Background: an optimization exercise with open tools, aiming at small area, a short achievable clock period and few clock cycles. Do not read the settings as production practice.
Function was checked by simulation only, so behaviour that the tests miss may differ from the original.

## flow/design.v (module list and top-level ports; edited modules follow where they fit)
// module chk_engine: 1426 lines
module chk_engine (
    input  wire         clk,
    input  wire         rst,             
    input  wire         job_valid,
    output wire         job_ready,
    input  wire         job_start,
    input  wire         job_fold,
    input  wire         job_finish,
    input  wire         job_compare,
    input  wire [1:0]   job_alg,
    input  wire [63:0]  job_fold_a,
    input  wire [31:0]  job_fold_s,
    input  wire [63:0]  job_expect,
    input  wire         in_valid,
    output wire         in_ready,
    input  wire [127:0] in_data,
    input  wire [4:0]   in_nbytes,
    input  wire         in_last,
    output wire         res_valid,
    input  wire         res_ready,
    output wire [63:0]  res_value,
    output wire         res_mismatch,
    output wire         res_finish,
    input  wire         ctx_wr,
    input  wire [1:0]   ctx_wr_alg,
    input  wire [63:0]  ctx_wr_run,
    input  wire         ctx_clr_ignored,
    output wire [1:0]   ctx_alg,
    output wire [63:0]  ctx_run,
    output wire         ctx_busy,
    output wire         ctx_write_ignored
);
  // ...
==> flow/run.sh <==
#!/bin/bash
# synth_recipe.tcl (not shown) runs the flow's synth.tcl, then flattens the netlist and writes it again
# the make line also repeats each setting of config.mk as NAME=value (left out here)
make -C /OpenROAD-flow-scripts/flow DESIGN_CONFIG=/design/flow/config.mk WORK_HOME=/design/flow/orfs CLKGATE_MAP_FILE= SYNTH_SCRIPT=/design/flow/synth_recipe.tcl finish
==> flow/config.mk <==
export PLATFORM = sky130hd
export DESIGN_NAME = chk_engine
export DESIGN_NICKNAME = chk_engine
export VERILOG_FILES = /design/flow/design.v
export SDC_FILE = /design/flow/constraint.sdc
export NUM_CORES = 4
export LEC_CHECK = 0
export CAP_MARGIN = 20
export CORE_MARGIN = 2
export CORE_UTILIZATION = 30
export SLEW_MARGIN = 20
==> flow/constraint.sdc <==
create_clock -name core_clock -period 36.0 [get_ports {clk}]
set_input_delay 7.2000 -clock core_clock [delete_from_list [all_inputs] [get_ports {clk}]]
set_output_delay 7.2000 -clock core_clock [all_outputs]
set_load 0.01 [all_outputs]
==> summary.md, run 1 <==
| Metric | Value |
|---|---|
| Final design utilization | `between 30% and 40%` |
| GRT busiest layer | `met2` |
| Crit share post-route | `between 30 and 40%` |
| Number of ordinary inverters in the final layout | `320` |
| Number of max-cap violations | `3` |
| Fill cells | `~26000` |
| Unique masters post-synth | `roughly 110` |
| Simple-gate share of the synthesized area | `approximately a tenth` |
| Min-Delay Endpoint | `crc[13]` |
| Share of the yosys chip area belonging to registers | `~16%` |
| Number of pins with negative max-slew slack in the final report | `5` |
| Class of the most critical setup path | `register to register` |
| Instance area after placement | `around 93000 um^2` |
| Worst path cell trace | `inv_2, ha_1, nor2b_1, and2_1, o21a_1, o21ai_1, buf_4, xor2_4, buf_4, xnor3_1, xnor2_1, xnor2_1, xnor2_1, xnor3_1, nor2_1, nor2_1, mux2i_1, nor3_1, or4_1, a2111oi_0, or4b_1, and4bb_1, a41oi_1` |
| Die Outline Area | `~270000 um^2` |
| Proportion of cell area spent on the clock network | `under 10%` |
| Slew of the pin with the lowest slew margin | `approximately 1.7 ns` |
| Final Routed Wirelength | `between 700 and 800 mm` |
| Layout Check Fail Reasons | `capacitance limit, slew limit` |
| Post-synthesis async set-or-reset flop share | `0%` |
| Die width | `roughly 510 um` |
| Worst path buffer plus inverter count | `3` |
| Critical path data arrival time | `12.75 ns` |
| Worst setup SP type | `register` |
| Max-slew headroom | `-14.63%` |
| Largest cell class | `multi-input combinational cells` |
| CTS Buf Count | `57` |
| Minimum period implied by the final worst setup slack | `between 10 and 15 ns` |
| Status | `complete, but fails checks` |
| Non-filler instance count after layout | `roughly 13000` |
Testbench counts, summed over its fixed seeds: cycles 67,410.
==> run 2, diff against run 1 <==
--- a/flow/design.v
+++ b/flow/design.v
@@ -45,46 +45,47 @@
         endcase
     endfunction
     function [63:0] alg_xorout(input [1:0] a);
         case (a)
             2'd0, 2'd1: alg_xorout = 64'h0000_0000_FFFF_FFFF;
             default:    alg_xorout = 64'h0;
         endcase
     endfunction
-    reg  [1:0]   alg;
+    reg  [1:0]   alg, alg_o;         
     reg  [63:0]  crc;
     reg          wr_ignored;
     reg          busy;
-    reg          jr, ir;             
+    reg          jr, jr_o, ir;       
+    reg          pj_start, pj_fold;  
+    reg  [1:0]   pj_alg;
     reg          act;                
     reg          pend;               
     reg          rv, r_mis, r_fin;
     reg  [63:0]  r_val;
     reg          j_finish, j_compare;
     reg  [63:0]  j_expect;
     reg  [127:0] d_data;
     reg  [4:0]   d_n;
-    reg          d_last, d_v;
-    assign job_ready         = jr;
+    reg  [3:0]   d_z;                
+    reg          d_zero, d_last, d_v;
+    assign job_ready         = jr_o;
     assign in_ready          = ir;
     assign res_valid         = rv;
     assign res_value         = r_val;
     assign res_mismatch      = r_mis;
     assign res_finish        = r_fin;
-    assign ctx_alg           = alg;
+    assign ctx_alg           = alg_o;
     assign ctx_run           = crc;
     assign ctx_busy          = busy;
     assign ctx_write_ignored = wr_ignored;
     wire [63:0] crc_al = (alg == 2'd3) ? {crc[7:0], crc[15:8], crc[23:16], crc[31:24],
                                           crc[39:32], crc[47:40], crc[55:48], crc[63:56]} :
                          (alg == 2'd2) ? {48'd0, crc[7:0], crc[15:8]} : {32'd0, crc[31:0]};
     wire [127:0] v0 = d_data ^ {64'd0, crc_al};
-    wire [3:0]   d_z = 4'd0 - d_n[3:0];            
-    wire         d_zero = (d_n == 5'd0);
     wire [127:0] v1 = d_z[3] ? {v0[63:0], 64'd0} : v0;
     wire [127:0] v2 = d_z[2] ? {v1[95:0], 32'd0} : v1;
     wire [127:0] v3 = d_z[1] ? {v2[111:0], 16'd0} : v2;
     wire [127:0] V  = d_zero ? 128'd0 : (d_z[0] ? {v3[119:0], 8'd0} : v3);
     wire [63:0] xl0 = d_n[0] ? {crc[55:0], 8'd0} : crc;
     wire [63:0] xl1 = d_n[1] ? {xl0[47:0], 16'd0} : xl0;
     wire [63:0] xl2 = d_n[2] ? {xl1[31:0], 32'd0} : xl1;
     wire [63:0] xl  = (d_n[4] | d_n[3]) ? 64'd0 : xl2;
@@ -1256,156 +1257,404 @@
     always @* begin
         case (alg)
             2'd0:    crc_next = {32'd0, c0 ^ xr};
             2'd1:    crc_next = {32'd0, c1 ^ xr};
             2'd2:    crc_next = {48'd0, c2 ^ xl[15:0]};
             default: crc_next = c3 ^ xl;
         endcase
     end
-    localparam integer FD = 6;
-    localparam integer NC = 11;
+    localparam integer FD = 8;
+    localparam integer NC = 8;
     localparam [2:0] F_IDLE = 3'd0, F_MUL = 3'd1, F_XA = 3'd2, F_DONE = 3'd3;
     reg  [2:0]   fst;
     reg  [1:0]   fstep;
     reg  [5:0]   fcnt;
     reg  [63:0]  fy, facc;
-    reg [FD-1:0] fdig;
+    reg  [FD-1:0] fdig;               
+    wire        flast = (fcnt == NC - 1);
+    wire [1:0]  fstep_n = (fst == F_IDLE) ? 2'd0 : (fst == F_MUL && flast) ? fstep + 2'd1 : fstep;
+    wire [5:0]  fcnt_n  = (fst == F_MUL && !flast) ? fcnt + 6'd1 : 6'd0;
+    reg [FD-1:0] fdig_n;
     always @* begin
-        case ({fstep, fcnt})
-            {2'd0, 6'd0}: fdig = 6'd9;
-            {2'd0, 6'd1}: fdig = 6'd56;
-            {2'd0, 6'd2}: fdig = 6'd55;
-            {2'd0, 6'd3}: fdig = 6'd30;
-            {2'd0, 6'd4}: fdig = 6'd27;
-            {2'd0, 6'd5}: fdig = 6'd37;
-            {2'd0, 6'd6}: fdig = 6'd63;
-            {2'd0, 6'd7}: fdig = 6'd18;
-            {2'd0, 6'd8}: fdig = 6'd39;
-            {2'd0, 6'd9}: fdig = 6'd48;
-            {2'd0, 6'd10}: fdig = 6'd21;
-            {2'd1, 6'd0}: fdig = 6'd11;
-            {2'd1, 6'd1}: fdig = 6'd61;
-            {2'd1, 6'd2}: fdig = 6'd24;
-            {2'd1, 6'd3}: fdig = 6'd17;
-            {2'd1, 6'd4}: fdig = 6'd54;
-            {2'd1, 6'd5}: fdig = 6'd52;
-            {2'd1, 6'd6}: fdig = 6'd28;
-            {2'd1, 6'd7}: fdig = 6'd57;
-            {2'd1, 6'd8}: fdig = 6'd14;
-            {2'd1, 6'd9}: fdig = 6'd22;
-            {2'd1, 6'd10}: fdig = 6'd57;
-            {2'd2, 6'd0}: fdig = 6'd9;
-            {2'd2, 6'd1}: fdig = 6'd19;
-            {2'd2, 6'd2}: fdig = 6'd16;
-            {2'd2, 6'd3}: fdig = 6'd18;
-            {2'd2, 6'd4}: fdig = 6'd27;
-            {2'd2, 6'd5}: fdig = 6'd44;
-            {2'd2, 6'd6}: fdig = 6'd19;
-            {2'd2, 6'd7}: fdig = 6'd12;
-            {2'd2, 6'd8}: fdig = 6'd17;
-            {2'd2, 6'd9}: fdig = 6'd7;
-            {2'd2, 6'd10}: fdig = 6'd43;
-            default: fdig = 6'd0;
+        case ({fstep_n, fcnt_n})
+            {2'd0, 6'd0}: fdig_n = 8'd158;
+            {2'd0, 6'd1}: fdig_n = 8'd55;
+            {2'd0, 6'd2}: fdig_n = 8'd121;
+            {2'd0, 6'd3}: fdig_n = 8'd185;
+            {2'd0, 6'd4}: fdig_n = 8'd127;
+            {2'd0, 6'd5}: fdig_n = 8'd74;
+            {2'd0, 6'd6}: fdig_n = 8'd124;
+            {2'd0, 6'd7}: fdig_n = 8'd21;
+            {2'd1, 6'd0}: fdig_n = 8'd191;
+            {2'd1, 6'd1}: fdig_n = 8'd88;
+            {2'd1, 6'd2}: fdig_n = 8'd71;
+            {2'd1, 6'd3}: fdig_n = 8'd109;
+            {2'd1, 6'd4}: fdig_n = 8'd28;
+            {2'd1, 6'd5}: fdig_n = 8'd228;
+            {2'd1, 6'd6}: fdig_n = 8'd229;
+            {2'd1, 6'd7}: fdig_n = 8'd185;
+            {2'd2, 6'd0}: fdig_n = 8'd148;
+            {2'd2, 6'd1}: fdig_n = 8'd208;
+            {2'd2, 6'd2}: fdig_n = 8'd73;
+            {2'd2, 6'd3}: fdig_n = 8'd187;
+            {2'd2, 6'd4}: fdig_n = 8'd19;
+            {2'd2, 6'd5}: fdig_n = 8'd49;
+            {2'd2, 6'd6}: fdig_n = 8'd17;
+            {2'd2, 6'd7}: fdig_n = 8'd235;
+            default: fdig_n = 8'd0;
         endcase
     end
     reg  [63:0]  fcs_s, fcs_c, fcs_r;
     integer fi;
     always @* begin
         fcs_s = facc << FD;
         fcs_c = fdig[0] ? fy : 64'd0;
         for (fi = 1; fi < FD; fi = fi + 1) begin
             fcs_r = fdig[fi] ? (fy << fi) : 64'd0;
             {fcs_s, fcs_c} = {fcs_s ^ fcs_c ^ fcs_r,
                                ((fcs_s & fcs_c) | (fcs_s & fcs_r) | (fcs_c & fcs_r)) << 1};
         end
     end
-    wire [63:0] fsum  = fcs_s + fcs_c;
+    wire [63:0] fsum_g0 = fcs_s & fcs_c;
+    wire [63:0] fsum_p0 = fcs_s ^ fcs_c;
+    wire fsum_gn0 = fsum_g0[1] | (fsum_p0[1] & fsum_g0[0]);
+    wire fsum_pn0 = fsum_p0[1] & fsum_p0[0];
+    wire fsum_gn1 = fsum_g0[3] | (fsum_p0[3] & fsum_g0[2]);
+    wire fsum_pn1 = fsum_p0[3] & fsum_p0[2];
+    wire fsum_gn2 = fsum_g0[5] | (fsum_p0[5] & fsum_g0[4]);
+    wire fsum_pn2 = fsum_p0[5] & fsum_p0[4];
+    wire fsum_gn3 = fsum_g0[7] | (fsum_p0[7] & fsum_g0[6]);
+    wire fsum_pn3 = fsum_p0[7] & fsum_p0[6];
+    wire fsum_gn4 = fsum_g0[9] | (fsum_p0[9] & fsum_g0[8]);
+    wire fsum_pn4 = fsum_p0[9] & fsum_p0[8];
+    wire fsum_gn5 = fsum_g0[11] | (fsum_p0[11] & fsum_g0[10]);
+    wire fsum_pn5 = fsum_p0[11] & fsum_p0[10];
+    wire fsum_gn6 = fsum_g0[13] | (fsum_p0[13] & fsum_g0[12]);
+    wire fsum_pn6 = fsum_p0[13] & fsum_p0[12];
+    wire fsum_gn7 = fsum_g0[15] | (fsum_p0[15] & fsum_g0[14]);
+    wire fsum_pn7 = fsum_p0[15] & fsum_p0[14];
+    wire fsum_gn8 = fsum_g0[17] | (fsum_p0[17] & fsum_g0[16]);
+    wire fsum_pn8 = fsum_p0[17] & fsum_p0[16];
+    wire fsum_gn9 = fsum_g0[19] | (fsum_p0[19] & fsum_g0[18]);
+    wire fsum_pn9 = fsum_p0[19] & fsum_p0[18];
+    wire fsum_gn10 = fsum_g0[21] | (fsum_p0[21] & fsum_g0[20]);
+    wire fsum_pn10 = fsum_p0[21] & fsum_p0[20];
+    wire fsum_gn11 = fsum_g0[23] | (fsum_p0[23] & fsum_g0[22]);
+    wire fsum_pn11 = fsum_p0[23] & fsum_p0[22];
+    wire fsum_gn12 = fsum_g0[25] | (fsum_p0[25] & fsum_g0[24]);
+    wire fsum_pn12 = fsum_p0[25] & fsum_p0[24];
+    wire fsum_gn13 = fsum_g0[27] | (fsum_p0[27] & fsum_g0[26]);
+    wire fsum_pn13 = fsum_p0[27] & fsum_p0[26];
+    wire fsum_gn14 = fsum_g0[29] | (fsum_p0[29] & fsum_g0[28]);
+    wire fsum_pn14 = fsum_p0[29] & fsum_p0[28];
+    wire fsum_gn15 = fsum_g0[31] | (fsum_p0[31] & fsum_g0[30]);
+    wire fsum_pn15 = fsum_p0[31] & fsum_p0[30];
+    wire fsum_gn16 = fsum_g0[33] | (fsum_p0[33] & fsum_g0[32]);
+    wire fsum_pn16 = fsum_p0[33] & fsum_p0[32];
+    wire fsum_gn17 = fsum_g0[35] | (fsum_p0[35] & fsum_g0[34]);
+    wire fsum_pn17 = fsum_p0[35] & fsum_p0[34];
+    wire fsum_gn18 = fsum_g0[37] | (fsum_p0[37] & fsum_g0[36]);
+    wire fsum_pn18 = fsum_p0[37] & fsum_p0[36];
+    wire fsum_gn19 = fsum_g0[39] | (fsum_p0[39] & fsum_g0[38]);
+    wire fsum_pn19 = fsum_p0[39] & fsum_p0[38];
+    wire fsum_gn20 = fsum_g0[41] | (fsum_p0[41] & fsum_g0[40]);
+    wire fsum_pn20 = fsum_p0[41] & fsum_p0[40];
+    wire fsum_gn21 = fsum_g0[43] | (fsum_p0[43] & fsum_g0[42]);
+    wire fsum_pn21 = fsum_p0[43] & fsum_p0[42];
+    wire fsum_gn22 = fsum_g0[45] | (fsum_p0[45] & fsum_g0[44]);
+    wire fsum_pn22 = fsum_p0[45] & fsum_p0[44];
+    wire fsum_gn23 = fsum_g0[47] | (fsum_p0[47] & fsum_g0[46]);
+    wire fsum_pn23 = fsum_p0[47] & fsum_p0[46];
+    wire fsum_gn24 = fsum_g0[49] | (fsum_p0[49] & fsum_g0[48]);
+    wire fsum_pn24 = fsum_p0[49] & fsum_p0[48];
+    wire fsum_gn25 = fsum_g0[51] | (fsum_p0[51] & fsum_g0[50]);
+    wire fsum_pn25 = fsum_p0[51] & fsum_p0[50];
+    wire fsum_gn26 = fsum_g0[53] | (fsum_p0[53] & fsum_g0[52]);
+    wire fsum_pn26 = fsum_p0[53] & fsum_p0[52];
+    wire fsum_gn27 = fsum_g0[55] | (fsum_p0[55] & fsum_g0[54]);
+    wire fsum_pn27 = fsum_p0[55] & fsum_p0[54];
+    wire fsum_gn28 = fsum_g0[57] | (fsum_p0[57] & fsum_g0[56]);
+    wire fsum_pn28 = fsum_p0[57] & fsum_p0[56];
+    wire fsum_gn29 = fsum_g0[59] | (fsum_p0[59] & fsum_g0[58]);
+    wire fsum_pn29 = fsum_p0[59] & fsum_p0[58];
+    wire fsum_gn30 = fsum_g0[61] | (fsum_p0[61] & fsum_g0[60]);
+    wire fsum_pn30 = fsum_p0[61] & fsum_p0[60];
+    wire fsum_gn31 = fsum_g0[63] | (fsum_p0[63] & fsum_g0[62]);
+    wire fsum_pn31 = fsum_p0[63] & fsum_p0[62];
+    wire fsum_gn32 = fsum_gn1 | (fsum_pn1 & fsum_gn0);
+    wire fsum_pn32 = fsum_pn1 & fsum_pn0;
+    wire fsum_gn33 = fsum_gn3 | (fsum_pn3 & fsum_gn2);
+    wire fsum_pn33 = fsum_pn3 & fsum_pn2;
+    wire fsum_gn34 = fsum_gn5 | (fsum_pn5 & fsum_gn4);
+    wire fsum_pn34 = fsum_pn5 & fsum_pn4;
+    wire fsum_gn35 = fsum_gn7 | (fsum_pn7 & fsum_gn6);
+    wire fsum_pn35 = fsum_pn7 & fsum_pn6;
+    wire fsum_gn36 = fsum_gn9 | (fsum_pn9 & fsum_gn8);
+    wire fsum_pn36 = fsum_pn9 & fsum_pn8;
+    wire fsum_gn37 = fsum_gn11 | (fsum_pn11 & fsum_gn10);
+    wire fsum_pn37 = fsum_pn11 & fsum_pn10;
+    wire fsum_gn38 = fsum_gn13 | (fsum_pn13 & fsum_gn12);
+    wire fsum_pn38 = fsum_pn13 & fsum_pn12;
+    wire fsum_gn39 = fsum_gn15 | (fsum_pn15 & fsum_gn14);
+    wire fsum_pn39 = fsum_pn15 & fsum_pn14;
+    wire fsum_gn40 = fsum_gn17 | (fsum_pn17 & fsum_gn16);
+    wire fsum_pn40 = fsum_pn17 & fsum_pn16;
+    wire fsum_gn41 = fsum_gn19 | (fsum_pn19 & fsum_gn18);
+    wire fsum_pn41 = fsum_pn19 & fsum_pn18;
+    wire fsum_gn42 = fsum_gn21 | (fsum_pn21 & fsum_gn20);
+    wire fsum_pn42 = fsum_pn21 & fsum_pn20;
+    wire fsum_gn43 = fsum_gn23 | (fsum_pn23 & fsum_gn22);
+    wire fsum_pn43 = fsum_pn23 & fsum_pn22;
+    wire fsum_gn44 = fsum_gn25 | (fsum_pn25 & fsum_gn24);
+    wire fsum_pn44 = fsum_pn25 & fsum_pn24;
+    wire fsum_gn45 = fsum_gn27 | (fsum_pn27 & fsum_gn26);
+    wire fsum_pn45 = fsum_pn27 & fsum_pn26;
+    wire fsum_gn46 = fsum_gn29 | (fsum_pn29 & fsum_gn28);
+    wire fsum_pn46 = fsum_pn29 & fsum_pn28;
+    wire fsum_gn47 = fsum_gn31 | (fsum_pn31 & fsum_gn30);
+    wire fsum_pn47 = fsum_pn31 & fsum_pn30;
+    wire fsum_gn48 = fsum_gn33 | (fsum_pn33 & fsum_gn32);
+    wire fsum_pn48 = fsum_pn33 & fsum_pn32;
+    wire fsum_gn49 = fsum_gn35 | (fsum_pn35 & fsum_gn34);
+    wire fsum_pn49 = fsum_pn35 & fsum_pn34;
+    wire fsum_gn50 = fsum_gn37 | (fsum_pn37 & fsum_gn36);
+    wire fsum_pn50 = fsum_pn37 & fsum_pn36;
+    wire fsum_gn51 = fsum_gn39 | (fsum_pn39 & fsum_gn38);
+    wire fsum_pn51 = fsum_pn39 & fsum_pn38;
+    wire fsum_gn52 = fsum_gn41 | (fsum_pn41 & fsum_gn40);
+    wire fsum_pn52 = fsum_pn41 & fsum_pn40;
+    wire fsum_gn53 = fsum_gn43 | (fsum_pn43 & fsum_gn42);
+    wire fsum_pn53 = fsum_pn43 & fsum_pn42;
+    wire fsum_gn54 = fsum_gn45 | (fsum_pn45 & fsum_gn44);
+    wire fsum_pn54 = fsum_pn45 & fsum_pn44;
+    wire fsum_gn55 = fsum_gn47 | (fsum_pn47 & fsum_gn46);
+    wire fsum_pn55 = fsum_pn47 & fsum_pn46;
+    wire fsum_gn56 = fsum_gn49 | (fsum_pn49 & fsum_gn48);
+    wire fsum_pn56 = fsum_pn49 & fsum_pn48;
+    wire fsum_gn57 = fsum_gn51 | (fsum_pn51 & fsum_gn50);
+    wire fsum_pn57 = fsum_pn51 & fsum_pn50;
+    wire fsum_gn58 = fsum_gn53 | (fsum_pn53 & fsum_gn52);
+    wire fsum_pn58 = fsum_pn53 & fsum_pn52;
+    wire fsum_gn59 = fsum_gn55 | (fsum_pn55 & fsum_gn54);
+    wire fsum_pn59 = fsum_pn55 & fsum_pn54;
+    wire fsum_gn60 = fsum_gn57 | (fsum_pn57 & fsum_gn56);
+    wire fsum_pn60 = fsum_pn57 & fsum_pn56;
+    wire fsum_gn61 = fsum_gn59 | (fsum_pn59 & fsum_gn58);
+    wire fsum_pn61 = fsum_pn59 & fsum_pn58;
+    wire fsum_gn62 = fsum_gn61 | (fsum_pn61 & fsum_gn60);
+    wire fsum_pn62 = fsum_pn61 & fsum_pn60;
+    wire fsum_gn63 = fsum_gn58 | (fsum_pn58 & fsum_gn60);
+    wire fsum_pn63 = fsum_pn58 & fsum_pn60;
+    wire fsum_gn64 = fsum_gn50 | (fsum_pn50 & fsum_gn56);
+    wire fsum_pn64 = fsum_pn50 & fsum_pn56;
+    wire fsum_gn65 = fsum_gn52 | (fsum_pn52 & fsum_gn60);
+    wire fsum_pn65 = fsum_pn52 & fsum_pn60;
+    wire fsum_gn66 = fsum_gn54 | (fsum_pn54 & fsum_gn63);
+    wire fsum_pn66 = fsum_pn54 & fsum_pn63;
+    wire fsum_gn67 = fsum_gn34 | (fsum_pn34 & fsum_gn48);
+    wire fsum_pn67 = fsum_pn34 & fsum_pn48;
+    wire fsum_gn68 = fsum_gn36 | (fsum_pn36 & fsum_gn56);
+    wire fsum_pn68 = fsum_pn36 & fsum_pn56;
+    wire fsum_gn69 = fsum_gn38 | (fsum_pn38 & fsum_gn64);
+    wire fsum_pn69 = fsum_pn38 & fsum_pn64;
+    wire fsum_gn70 = fsum_gn40 | (fsum_pn40 & fsum_gn60);
+    wire fsum_pn70 = fsum_pn40 & fsum_pn60;
+    wire fsum_gn71 = fsum_gn42 | (fsum_pn42 & fsum_gn65);
+    wire fsum_pn71 = fsum_pn42 & fsum_pn65;
+    wire fsum_gn72 = fsum_gn44 | (fsum_pn44 & fsum_gn63);
+    wire fsum_pn72 = fsum_pn44 & fsum_pn63;
+    wire fsum_gn73 = fsum_gn46 | (fsum_pn46 & fsum_gn66);
+    wire fsum_pn73 = fsum_pn46 & fsum_pn66;
+    wire fsum_gn74 = fsum_gn2 | (fsum_pn2 & fsum_gn32);
+    wire fsum_pn74 = fsum_pn2 & fsum_pn32;
+    wire fsum_gn75 = fsum_gn4 | (fsum_pn4 & fsum_gn48);
+    wire fsum_pn75 = fsum_pn4 & fsum_pn48;
+    wire fsum_gn76 = fsum_gn6 | (fsum_pn6 & fsum_gn67);
+    wire fsum_pn76 = fsum_pn6 & fsum_pn67;
+    wire fsum_gn77 = fsum_gn8 | (fsum_pn8 & fsum_gn56);
+    wire fsum_pn77 = fsum_pn8 & fsum_pn56;
+    wire fsum_gn78 = fsum_gn10 | (fsum_pn10 & fsum_gn68);
+    wire fsum_pn78 = fsum_pn10 & fsum_pn68;
+    wire fsum_gn79 = fsum_gn12 | (fsum_pn12 & fsum_gn64);
+    wire fsum_pn79 = fsum_pn12 & fsum_pn64;
+    wire fsum_gn80 = fsum_gn14 | (fsum_pn14 & fsum_gn69);
+    wire fsum_pn80 = fsum_pn14 & fsum_pn69;
+    wire fsum_gn81 = fsum_gn16 | (fsum_pn16 & fsum_gn60);
+    wire fsum_pn81 = fsum_pn16 & fsum_pn60;
+    wire fsum_gn82 = fsum_gn18 | (fsum_pn18 & fsum_gn70);
+    wire fsum_pn82 = fsum_pn18 & fsum_pn70;
+    wire fsum_gn83 = fsum_gn20 | (fsum_pn20 & fsum_gn65);
+    wire fsum_pn83 = fsum_pn20 & fsum_pn65;
+    wire fsum_gn84 = fsum_gn22 | (fsum_pn22 & fsum_gn71);
+    wire fsum_pn84 = fsum_pn22 & fsum_pn71;
+    wire fsum_gn85 = fsum_gn24 | (fsum_pn24 & fsum_gn63);
+    wire fsum_pn85 = fsum_pn24 & fsum_pn63;
+    wire fsum_gn86 = fsum_gn26 | (fsum_pn26 & fsum_gn72);
+    wire fsum_pn86 = fsum_pn26 & fsum_pn72;
+    wire fsum_gn87 = fsum_gn28 | (fsum_pn28 & fsum_gn66);
+    wire fsum_pn87 = fsum_pn28 & fsum_pn66;
+    wire fsum_gn88 = fsum_gn30 | (fsum_pn30 & fsum_gn73);
+    wire fsum_pn88 = fsum_pn30 & fsum_pn73;
+    wire fsum_gn89 = fsum_g0[2] | (fsum_p0[2] & fsum_gn0);
+    wire fsum_pn89 = fsum_p0[2] & fsum_pn0;
+    wire fsum_gn90 = fsum_g0[4] | (fsum_p0[4] & fsum_gn32);
+    wire fsum_pn90 = fsum_p0[4] & fsum_pn32;
+    wire fsum_gn91 = fsum_g0[6] | (fsum_p0[6] & fsum_gn74);
+    wire fsum_pn91 = fsum_p0[6] & fsum_pn74;
+    wire fsum_gn92 = fsum_g0[8] | (fsum_p0[8] & fsum_gn48);
+    wire fsum_pn92 = fsum_p0[8] & fsum_pn48;
+    wire fsum_gn93 = fsum_g0[10] | (fsum_p0[10] & fsum_gn75);
+    wire fsum_pn93 = fsum_p0[10] & fsum_pn75;
+    wire fsum_gn94 = fsum_g0[12] | (fsum_p0[12] & fsum_gn67);
+    wire fsum_pn94 = fsum_p0[12] & fsum_pn67;
+    wire fsum_gn95 = fsum_g0[14] | (fsum_p0[14] & fsum_gn76);
+    wire fsum_pn95 = fsum_p0[14] & fsum_pn76;
+    wire fsum_gn96 = fsum_g0[16] | (fsum_p0[16] & fsum_gn56);
+    wire fsum_pn96 = fsum_p0[16] & fsum_pn56;
+    wire fsum_gn97 = fsum_g0[18] | (fsum_p0[18] & fsum_gn77);
+    wire fsum_pn97 = fsum_p0[18] & fsum_pn77;
+    wire fsum_gn98 = fsum_g0[20] | (fsum_p0[20] & fsum_gn68);
+    wire fsum_pn98 = fsum_p0[20] & fsum_pn68;
+    wire fsum_gn99 = fsum_g0[22] | (fsum_p0[22] & fsum_gn78);
+    wire fsum_pn99 = fsum_p0[22] & fsum_pn78;
+    wire fsum_gn100 = fsum_g0[24] | (fsum_p0[24] & fsum_gn64);
+    wire fsum_pn100 = fsum_p0[24] & fsum_pn64;
+    wire fsum_gn101 = fsum_g0[26] | (fsum_p0[26] & fsum_gn79);
+    wire fsum_pn101 = fsum_p0[26] & fsum_pn79;
+    wire fsum_gn102 = fsum_g0[28] | (fsum_p0[28] & fsum_gn69);
+    wire fsum_pn102 = fsum_p0[28] & fsum_pn69;
+    wire fsum_gn103 = fsum_g0[30] | (fsum_p0[30] & fsum_gn80);
+    wire fsum_pn103 = fsum_p0[30] & fsum_pn80;
+    wire fsum_gn104 = fsum_g0[32] | (fsum_p0[32] & fsum_gn60);
+    wire fsum_pn104 = fsum_p0[32] & fsum_pn60;
+    wire fsum_gn105 = fsum_g0[34] | (fsum_p0[34] & fsum_gn81);
+    wire fsum_pn105 = fsum_p0[34] & fsum_pn81;
+    wire fsum_gn106 = fsum_g0[36] | (fsum_p0[36] & fsum_gn70);
+    wire fsum_pn106 = fsum_p0[36] & fsum_pn70;
+    wire fsum_gn107 = fsum_g0[38] | (fsum_p0[38] & fsum_gn82);
+    wire fsum_pn107 = fsum_p0[38] & fsum_pn82;
+    wire fsum_gn108 = fsum_g0[40] | (fsum_p0[40] & fsum_gn65);
+    wire fsum_pn108 = fsum_p0[40] & fsum_pn65;
+    wire fsum_gn109 = fsum_g0[42] | (fsum_p0[42] & fsum_gn83);
+    wire fsum_pn109 = fsum_p0[42] & fsum_pn83;
+    wire fsum_gn110 = fsum_g0[44] | (fsum_p0[44] & fsum_gn71);
+    wire fsum_pn110 = fsum_p0[44] & fsum_pn71;
+    wire fsum_gn111 = fsum_g0[46] | (fsum_p0[46] & fsum_gn84);
+    wire fsum_pn111 = fsum_p0[46] & fsum_pn84;
+    wire fsum_gn112 = fsum_g0[48] | (fsum_p0[48] & fsum_gn63);
+    wire fsum_pn112 = fsum_p0[48] & fsum_pn63;
+    wire fsum_gn113 = fsum_g0[50] | (fsum_p0[50] & fsum_gn85);
+    wire fsum_pn113 = fsum_p0[50] & fsum_pn85;
+    wire fsum_gn114 = fsum_g0[52] | (fsum_p0[52] & fsum_gn72);
+    wire fsum_pn114 = fsum_p0[52] & fsum_pn72;
+    wire fsum_gn115 = fsum_g0[54] | (fsum_p0[54] & fsum_gn86);
+    wire fsum_pn115 = fsum_p0[54] & fsum_pn86;
+    wire fsum_gn116 = fsum_g0[56] | (fsum_p0[56] & fsum_gn66);
+    wire fsum_pn116 = fsum_p0[56] & fsum_pn66;
+    wire fsum_gn117 = fsum_g0[58] | (fsum_p0[58] & fsum_gn87);
+    wire fsum_pn117 = fsum_p0[58] & fsum_pn87;
+    wire fsum_gn118 = fsum_g0[60] | (fsum_p0[60] & fsum_gn73);
+    wire fsum_pn118 = fsum_p0[60] & fsum_pn73;
+    wire fsum_gn119 = fsum_g0[62] | (fsum_p0[62] & fsum_gn88);
+    wire fsum_pn119 = fsum_p0[62] & fsum_pn88;
+    wire [63:0] fsum = fsum_p0 ^ {fsum_gn119 , fsum_gn88 , fsum_gn118 , fsum_gn73 , fsum_gn117 , fsum_gn87 , fsum_gn116 , fsum_gn66 , fsum_gn115 , fsum_gn86 , fsum_gn114 , fsum_gn72 , fsum_gn113 , fsum_gn85 , fsum_gn112 , fsum_gn63 , fsum_gn111 , fsum_gn84 , fsum_gn110 , fsum_gn71 , fsum_gn109 , fsum_gn83 , fsum_gn108 , fsum_gn65 , fsum_gn107 , fsum_gn82 , fsum_gn106 , fsum_gn70 , fsum_gn105 , fsum_gn81 , fsum_gn104 , fsum_gn60 , fsum_gn103 , fsum_gn80 , fsum_gn102 , fsum_gn69 , fsum_gn101 , fsum_gn79 , fsum_gn100 , fsum_gn64 , fsum_gn99 , fsum_gn78 , fsum_gn98 , fsum_gn68 , fsum_gn97 , fsum_gn77 , fsum_gn96 , fsum_gn56 , fsum_gn95 , fsum_gn76 , fsum_gn94 , fsum_gn67 , fsum_gn93 , fsum_gn75 , fsum_gn92 , fsum_gn48 , fsum_gn91 , fsum_gn74 , fsum_gn90 , fsum_gn32 , fsum_gn89 , fsum_gn0 , fsum_g0[0], 1'b0};
     wire [63:0] fxa   = facc ^ job_fold_a;
-    wire        flast = (fcnt == NC - 1);
     wire [63:0] fold_val = facc ^ (facc >> 31);
-    wire jf    = job_valid & jr;
     wire bf    = in_valid & ir;
     wire lastp = d_v & d_last;
     wire ld    = (lastp | pend) & ~rv;
     wire need_fold = job_start & job_fold;
     wire rv_n    = (rv & ~res_ready) | ld;
     wire pend_n  = (lastp | pend) & rv;
-    wire act_n   = (act | jf) & ~(bf & in_last);
+    wire act_n   = (act | jr) & ~(bf & in_last);
     wire lastp_n = bf & in_last;
-    wire fdone_n = (fst == F_DONE) ? ~jf :
+    wire fdone_n = (fst == F_DONE) ? ~jr :
                    ((fst == F_MUL) && (fstep == 2'd2) && flast);
-    wire jr_n    = job_valid & ~jf & ~act_n & ~pend_n & ~(lastp_n & rv_n) & (~need_fold | fdone_n);
+    wire jr_ok   = ~act_n & ~pend_n & ~(lastp_n & rv_n) & (~need_fold | fdone_n);
+    wire jr_n    = job_valid & ~jr & jr_ok;
+    wire jr_o_n  = job_valid & ~jr_o & jr_ok;
     wire ir_n    = act_n | jr_n;
     wire busy_n  = act_n | lastp_n | pend_n | rv_n;
     wire [63:0] r_src  = pend ? crc : crc_next;
-    wire [63:0] r_outv = j_finish ? (r_src ^ alg_xorout(alg)) : r_src;
-    wire        r_misv = j_compare & (r_outv != (j_expect & alg_mask(alg)));
-    wire [63:0] start_val = alg_init(job_alg) ^ (job_fold ? (fold_val & alg_mask(job_alg)) : 64'd0);
+    wire [63:0] r_xo   = j_finish ? alg_xorout(alg) : 64'd0;
+    wire [63:0] r_outv = r_src ^ r_xo;
+    wire        r_misv = j_compare & (|((r_src ^ (j_expect ^ r_xo)) & alg_mask(alg)));
+    wire [63:0] start_val = alg_init(pj_alg) ^ (pj_fold ? (fold_val & alg_mask(pj_alg)) : 64'd0);
+    wire        ssel  = jr & pj_start;             
+    wire        wsel  = ctx_wr & ~busy & ~ssel;    
+    wire [63:0] wrval = ctx_wr_run & alg_mask(ctx_wr_alg);
     always @(posedge clk) begin
         d_data <= in_data;
         d_n    <= in_nbytes;
+        d_z    <= 4'd0 - in_nbytes[3:0];
+        d_zero <= (in_nbytes == 5'd0);
         d_last <= in_last;
+        pj_start <= job_start;
+        pj_fold  <= job_fold;
+        pj_alg   <= job_alg;
         if (ld) begin
             r_val <= r_outv;
             r_mis <= r_misv;
             r_fin <= j_finish;
         end
         if (jr) begin                
             j_finish  <= job_finish;
             j_compare <= job_compare;
             j_expect  <= job_expect;
         end
         if (rst) begin
             alg        <= 2'd0;
+            alg_o      <= 2'd0;
             crc        <= 64'd0;
             wr_ignored <= 1'b0;
             busy       <= 1'b0;
             jr         <= 1'b0;
+            jr_o       <= 1'b0;
             ir         <= 1'b0;
             act        <= 1'b0;
             pend       <= 1'b0;
             rv         <= 1'b0;
             d_v        <= 1'b0;
             fst        <= F_IDLE;
         end else begin
             d_v  <= bf;
             rv   <= rv_n;
             pend <= pend_n;
             act  <= act_n;
             jr   <= jr_n;
+            jr_o <= jr_o_n;
             ir   <= ir_n;
             busy <= busy_n;
             if (ctx_wr && busy)
                 wr_ignored <= 1'b1;
             else if (ctx_clr_ignored)
                 wr_ignored <= 1'b0;
-            if (jf && job_start) begin
-                alg <= job_alg;
+            if (wsel) begin
+                alg <= ctx_wr_alg;
+                crc <= wrval;
+            end else if (ssel) begin
+                alg <= pj_alg;
                 crc <= start_val;
             end else if (d_v) begin
                 crc <= crc_next;
-            end else if (ctx_wr && !busy) begin
-                alg <= ctx_wr_alg;
-                crc <= ctx_wr_run & alg_mask(ctx_wr_alg);
             end
+            alg_o <= wsel ? ctx_wr_alg : alg;
+            fdig  <= fdig_n;
+            fcnt  <= fcnt_n;
+            fstep <= fstep_n;
             case (fst)
                 F_IDLE: begin
                     fy    <= {32'd0, job_fold_s};
                     facc  <= 64'd0;
-                    fstep <= 2'd0;
-                    fcnt  <= 6'd0;
-                    if (job_valid && need_fold && !jf)
+                    if (job_valid && need_fold && !jr)
                         fst <= F_MUL;
                 end
                 F_MUL: begin
-                    fcnt <= fcnt + 6'd1;
                     if (flast) begin
-                        fcnt  <= 6'd0;
-                        fstep <= fstep + 2'd1;
                         if (fstep == 2'd0) begin
                             facc <= fsum;
                             fst  <= F_XA;
                         end else if (fstep == 2'd1) begin
                             fy   <= fsum ^ (fsum >> 27);
                             facc <= 64'd0;
                         end else begin
                             facc <= fsum;
@@ -1414,13 +1663,13 @@
                     end else
                         facc <= fsum;
                 end
                 F_XA: begin
                     fy   <= fxa ^ (fxa >> 30);
                     facc <= 64'd0;
                     fst  <= F_MUL;
                 end
-                default: if (jf) fst <= F_IDLE;
+                default: if (jr) fst <= F_IDLE;
             endcase
         end
     end
 endmodule
==> flow/flow/run.sh (new file) <==
#!/bin/bash
# The standard layout (standard.sh), with ORFS's timing repair after clock-tree
# synthesis and global routing asked to leave 27.5 ns of setup slack at the design's
# 36 ns clock, that is to aim at an 8.5 ns clock, instead of none. The constraints,
# the clock and every other step are the standard flow's. make's own output goes to
# flow_make.log; each ORFS step writes its own log under orfs/logs/.
set -o pipefail
bash standard.sh finish SETUP_SLACK_MARGIN=27.5 > flow_make.log 2>&1
==> flow/standard.sh (new file) <==
#!/bin/bash
# synth_recipe.tcl (not shown) runs the flow's synth.tcl, then flattens the netlist and writes it again
# the make line also repeats each setting of config.mk as NAME=value (left out here)
make -C /OpenROAD-flow-scripts/flow DESIGN_CONFIG=/design/flow/config.mk WORK_HOME=/design/flow/orfs CLKGATE_MAP_FILE= SYNTH_SCRIPT=/design/flow/synth_recipe.tcl "${@:-finish}"
==> flow/config.mk (replaced) <==
export PLATFORM = sky130hd
export DESIGN_NAME = chk_engine
export DESIGN_NICKNAME = chk_engine
export VERILOG_FILES = /design/flow/design.v
export SDC_FILE = /design/flow/constraint.sdc
export NUM_CORES = 4
export LEC_CHECK = 0
export CAP_MARGIN = 20
export CORE_MARGIN = 2
export CORE_UTILIZATION = 40
export SLEW_MARGIN = 20
removed: flow/run.sh
==> summary.md, run 2 <==
| Metric | Value |
|---|---|
| Mapped Nets | `just under 10000` |
| Number of enable-type register cells in the synthesized netlist | `276` |
| Halt Stage | `5_1_grt` |
| Status | `stopped before the end` |
| Total track usage | `a little over 70%` |
| Vias in the first global route | `89610` |
| Count of mapped cells out of synthesis | `about 9000` |
| GRT overflow | `between 200 and 250` |
| Post-synthesis instance area | `81410 um^2` |
| Most frequent cell after synthesis | `xnor2_1` |
| Input/output buffers | `509` |
| Global-route wire length before repair | `978.9 mm` |
| Global placement routability congestion | `about 1.4` |
| Top cells by instance count after synthesis | `xnor2_1 (2520), xor2_1 (886), nand2_1 (665), fa_1 (434), nor2_1 (403)` |
| Share of the yosys chip area belonging to registers | `15.61% (-0.031 points)` |
| Pin count of the biggest net entering global routing | `145` |
| Largest cells by area after synthesis | `xnor2_1 (27%), fa_1 (11%), edfxtp_1 (10%)` |
| First Error | `[ERROR GRT-0116] Global routing finished with congestion. Check the congestion regions in the DRC Viewer.` |
| Synthesis-stage register bit count | `497` |
| Cell type contributing the most total cell area after synthesis | `xnor2_1` |
| Total number of H-tree levels | `2` |
| Clock sink count | `497` |
| Share of Yosys cell area claimed by the top area cell type | `a little over a quarter` |
| Total number of yosys warnings | `1` |
| Height of the chip | `about 460 um` |
| DP Wirelength | `between 500 and 600 mm` |
| Maximum buffer depth of the clock tree | `3` |
| Effective utilization at floorplan | `40.24%` |
| Clock tree root driver cell | `clkbuf_16` |
| Mean area per synthesized cell | `between 9 and 10 um^2` |
| Number of rows in the core area | `165` |
| I/O pins | `slightly above 500` |
| Instance area after placement | `92780 um^2 (-0.34%)` |
| Leading register cell type out of synthesis | `edfxtp_1` |
| CTS Buf Count | `53 (-7.0%)` |
| Hold buffer count at cts | `0` |
| Unique masters post-synth | `131 (+15%)` |
| Die width | `455.2 um (-12%)` |
| Post-synthesis async set-or-reset flop share | `0% (unchanged)` |
==> run 2: how the worst max path moves through the flow <==
stage | from | to | slack, ns
after floorplan | rst | fy[0] | 25.98
after global placement | fdig[2] | fy[36] | 25.04
after detailed placement | fdig[2] | fy[36] | 25.10
after CTS | fdig[1] | fy[36] | 26.10
==> run 2: metrics by stage <==
stage	setup WS, ns	cells
CTS	26.10	12280
global placement	25.04	12010
floorplan	25.98	8833
detailed placement	25.10	12010
==> run 2: kinds of logic after synthesis <==
group	share of synthesized area, %
and+or+nand+nor	11.02
buffers and inverters	4.698
AOI/OAI and AO/OA	10.99
xor gates and xnor gates	42.93
muxes	3.021
DFF	15.61
adders and majority gates	11.73
==> run 2: repair_timing <==
item,4_1_cts
setup buffers,162
pin swaps,82
setup endpoints to repair,384
gates cloned,7
resized for setup,1069
==> run 2: routing by layer <==
layer	overflow	GRT usage, %
met1	1	73.28
met2	124	85.95
met5	0	25.71
met3	2	58.55
met4	109	66.77
Testbench counts of run 2, summed over its fixed seeds: cycles 65,516.

[static timing again, ports no longer ideal]
The flow's constraints put no driver on any port. The routed layout listed below was extracted and timed again, unchanged, in two steps.
Step 1 sets driving cells, clkbuf_16 on the clock port and buf_2 on the other inputs (assumed; they add their load-dependent delay and slew).
Step 2 also shifts input and output timing later by t, the mid clock arrival at the registers, as if the neighbouring blocks saw the same clock.
a / b / c = ideal / step 1 / step 2; a / b = the first two.
run: run 1
t, ns: 0.850
setup slack, ns: 23.685 / 23.685 / 23.685
worst slew at a driven data input, ns: 0.24
The setup slack of run 1 moves by 0.000 ns with the drivers and by 0.000 ns with both steps.
